From an optimization exercise on the open Yosys and OpenROAD flow, aimed at small area, a short achievable clock period and few clock cycles per item; shortcuts taken in it are not production practice.
No activity file was given, so power comes from the tool's default toggle rates.

## job 2196
==> module m960_conv_enc, before the edit <==
module m960_conv_enc (
    input  wire [39:0] a,         
    input  wire        ftol,      
    output wire [39:0] ma,        
    output wire [31:0] mb,        
    output wire        neg,       
    output wire        big,       
    output wire [1:0]  q          
);
    wire        fs   = a[31];
    wire [7:0]  e    = a[30:23];
    wire [22:0] t    = a[22:0];
    wire        nan  = (e == 8'hFF) && (t != 23'd0);
    wire [23:0] m    = {e != 8'd0, t};
    assign      big  = (e >= 8'd134) && !nan;
    wire        f0   = (e[7:1] == 7'b0101111);
    wire        f1   = (e[7:4] == 4'b0110);
    wire        f2   = (e[7:4] == 4'b0111);
    wire        f3   = (e[7:4] == 4'b1000) && (e[3:0] <= 4'd5);
    wire [15:0] dec  = 16'd1 << e[3:0];
    wire [39:0] fa   = f0 ? {16'd0, m} : f1 ? {10'd0, m, 6'd0} : {1'b0, m, 15'd0};
    wire [31:0] fb   = ({32{f0}} & {26'd0, dec[15:14], 4'd0}) |
                       ({32{f1}} & {16'd0, dec}) |
                       ({32{f2}} & {9'd0, dec, 7'd0}) |
                       ({32{f3}} & {3'd0, dec[5:0], 23'd0});
    wire        ys   = a[39];
    wire [38:0] d    = a[38:0] ^ a[39:1];
    wire        r1   = (d[38:23] != 16'd0);
    wire        r3   = (d[38:7] == 32'd0);
    wire [39:0] la   = r1 ? a : r3 ? {a[7:0], 32'd0} : {a[23:0], 16'd0};
    assign q = r1 ? 2'd0 : r3 ? 2'd2 : 2'd1;
    wire [38:0] pre0 = {1'b0, d[38:1]};
    wire [38:0] pre1 = pre0 | {1'b0, pre0[38:1]};
    wire [38:0] pre2 = pre1 | {2'b0, pre1[38:2]};
    wire [38:0] pre3 = pre2 | {4'b0, pre2[38:4]};
    wire [38:0] pre4 = pre3 | {8'b0, pre3[38:8]};
    wire [38:0] pre5 = pre4 | {16'b0, pre4[38:16]};
    wire [38:0] above = pre5 | {32'b0, pre5[38:32]};
    wire [38:0] h    = d & ~above;      
    wire        uz   = ~(above[0] | d[0]);
    reg  [31:0] lb;
    integer     k;
    always @* begin
        lb = 32'd0;
        for (k = 23; k <= 38; k = k + 1) lb[51-k] = lb[51-k] | h[k];    
        for (k = 7;  k <= 22; k = k + 1) lb[35-k] = lb[35-k] | h[k];    
        for (k = 0;  k <= 6;  k = k + 1) lb[19-k] = lb[19-k] | h[k];    
        lb[20] = lb[20] | uz;                                          
    end
    assign neg = ftol ? fs : ys;
    assign ma  = ftol ? fa : la;
    assign mb  = ftol ? fb : lb;
endmodule
Settings: LEC_CHECK=0, CAP_MARGIN=20, CORE_MARGIN=2, CORE_UTILIZATION=40, SLEW_MARGIN=20; clock period 15.0 ns.
standard.sh (not shown) runs the stock make flow with config.mk's settings and CLKGATE_MAP_FILE= SYNTH_SCRIPT=/design/flow/synth_recipe.tcl, a recipe that flattens the netlist after the stock synthesis.
==> flow/flow/run.sh <==
#!/bin/bash
set -euo pipefail
bash standard.sh synth > standard_synth.log 2>&1
export SETUP_SLACK_MARGIN=10.7
export BUFFER_PORTS_ARGS="-buffer_cell sky130_fd_sc_hd__buf_2"
bash standard.sh finish > standard_finish.log 2>&1
--- input diff job 2196..job 4041 ---
--- a/flow/design.v
+++ b/flow/design.v
@@ -29,23 +29,33 @@
     wire        r3   = (d[38:7] == 32'd0);
     wire [39:0] la   = r1 ? a : r3 ? {a[7:0], 32'd0} : {a[23:0], 16'd0};
     assign q = r1 ? 2'd0 : r3 ? 2'd2 : 2'd1;
-    wire [38:0] pre0 = {1'b0, d[38:1]};
-    wire [38:0] pre1 = pre0 | {1'b0, pre0[38:1]};
-    wire [38:0] pre2 = pre1 | {2'b0, pre1[38:2]};
-    wire [38:0] pre3 = pre2 | {4'b0, pre2[38:4]};
-    wire [38:0] pre4 = pre3 | {8'b0, pre3[38:8]};
-    wire [38:0] pre5 = pre4 | {16'b0, pre4[38:16]};
-    wire [38:0] above = pre5 | {32'b0, pre5[38:32]};
-    wire [38:0] h    = d & ~above;      
-    wire        uz   = ~(above[0] | d[0]);
+    function [15:0] lead16;              
+        input [15:0] w;
+        integer i;
+        reg     seen;
+        begin
+            lead16 = 16'd0;
+            seen = 1'b0;
+            for (i = 15; i >= 0; i = i - 1) begin
+                lead16[i] = w[i] && !seen;
+                seen = seen || w[i];
+            end
+        end
+    endfunction
+    wire        nz2  = (d[22:7] != 16'd0);
+    wire        nz3  = (d[6:0] != 7'd0);
+    wire [15:0] h1   = lead16(d[38:23]);
+    wire [15:0] h2   = lead16(d[22:7]) & {16{!r1}};
+    wire [15:0] h3   = lead16({d[6:0], 9'd0}) & {16{!r1 && !nz2}};
+    wire        uz   = !r1 && !nz2 && !nz3;
     reg  [31:0] lb;
     integer     k;
     always @* begin
         lb = 32'd0;
-        for (k = 23; k <= 38; k = k + 1) lb[51-k] = lb[51-k] | h[k];    
-        for (k = 7;  k <= 22; k = k + 1) lb[35-k] = lb[35-k] | h[k];    
-        for (k = 0;  k <= 6;  k = k + 1) lb[19-k] = lb[19-k] | h[k];    
-        lb[20] = lb[20] | uz;                                          
+        for (k = 23; k <= 38; k = k + 1) lb[51-k] = lb[51-k] | h1[k-23];   
+        for (k = 7;  k <= 22; k = k + 1) lb[35-k] = lb[35-k] | h2[k-7];    
+        for (k = 0;  k <= 6;  k = k + 1) lb[19-k] = lb[19-k] | h3[k+9];    
+        lb[20] = lb[20] | uz;                                             
     end
     assign neg = ftol ? fs : ys;
     assign ma  = ftol ? fa : la;
==> comparison <==
- Job 4041 vs job 2196: synthesized cell count up in job 4041
- Going from job 2196 to job 4041, number of ordinary inverters in the final layout shrank by a few percent.
- When the final numbers for job 4041 and job 2196 were put side by side, the x dimension of the die turned out to be smaller in job 2196.
- Wire length of the first global-routing pass: job 4041 vs job 2196 up 2.1 mm
- The final reports for job 4041 and job 2196 show fraction of synthesized cell area in xor and xnor cells lower in the former.
- Routed wire length: job 4041 > job 2196
- Diff job 4041 and job 2196: part of the total power dissipated in combinational logic lower in job 2196
- Compared to job 2196, job 4041 has total length of routed met2 wires 3.4% lower.
- Fmax ends up lower on job 4041.
- Compared with job 2196, job 4041 shows number of cells on the worst reg-to-reg path lower by 9.
- Cmp job 4041 vs job 2196: final cell count higher in job 4041
- Tap cell count: job 4041 and job 2196 compared, lower one is job 2196
- Looking only at normalized max-slew margin, and setting everything else aside, the lower value of job 4041 and job 2196 goes to job 4041.
- Sequential share of layout area: job 2196 vs job 4041 — no meaningful difference
No functional check of the RTL was part of any run of this note.

## re-timing with driven ports
No port has a modelled driver above. Below, the same layouts with a new extraction and two added sets of constraints.
Step 1 (the two cells are an assumption about what drives the block):
set clk [get_ports {clk}]
set_driving_cell -lib_cell sky130_fd_sc_hd__clkbuf_16 $clk
set_driving_cell -lib_cell sky130_fd_sc_hd__buf_2 [delete_from_list [all_inputs] $clk]
Step 2 adds t to the input delays and takes it off the output delays; t is the mean of the earliest and latest rising clock arrival at the registers after step 1. Input paths then give back, and output paths get back, about the clock's delay inside the block.
Three values: no drivers, after step 1, after step 2; two values: the first two.
| run | shift t [ns] | setup slack, ns | worst setup path after step 2 | worst slew at a driven data input, ns | cell pins on the clock port's net |
|---|---|---|---|---|---|
| job 2196 | 0.814 | 9.922 / 9.965 / 9.151 | input to register | 0.09 | 1 |
| job 4041 | 0.808 | 9.887 / 9.902 / 9.094 | input to register | 0.08 | 1 |
After both steps setup and hold are still met in every run listed. For job 4041, which loses most, drivers alone change the setup slack by +0.015 ns; drivers and shift together by -0.793 ns.
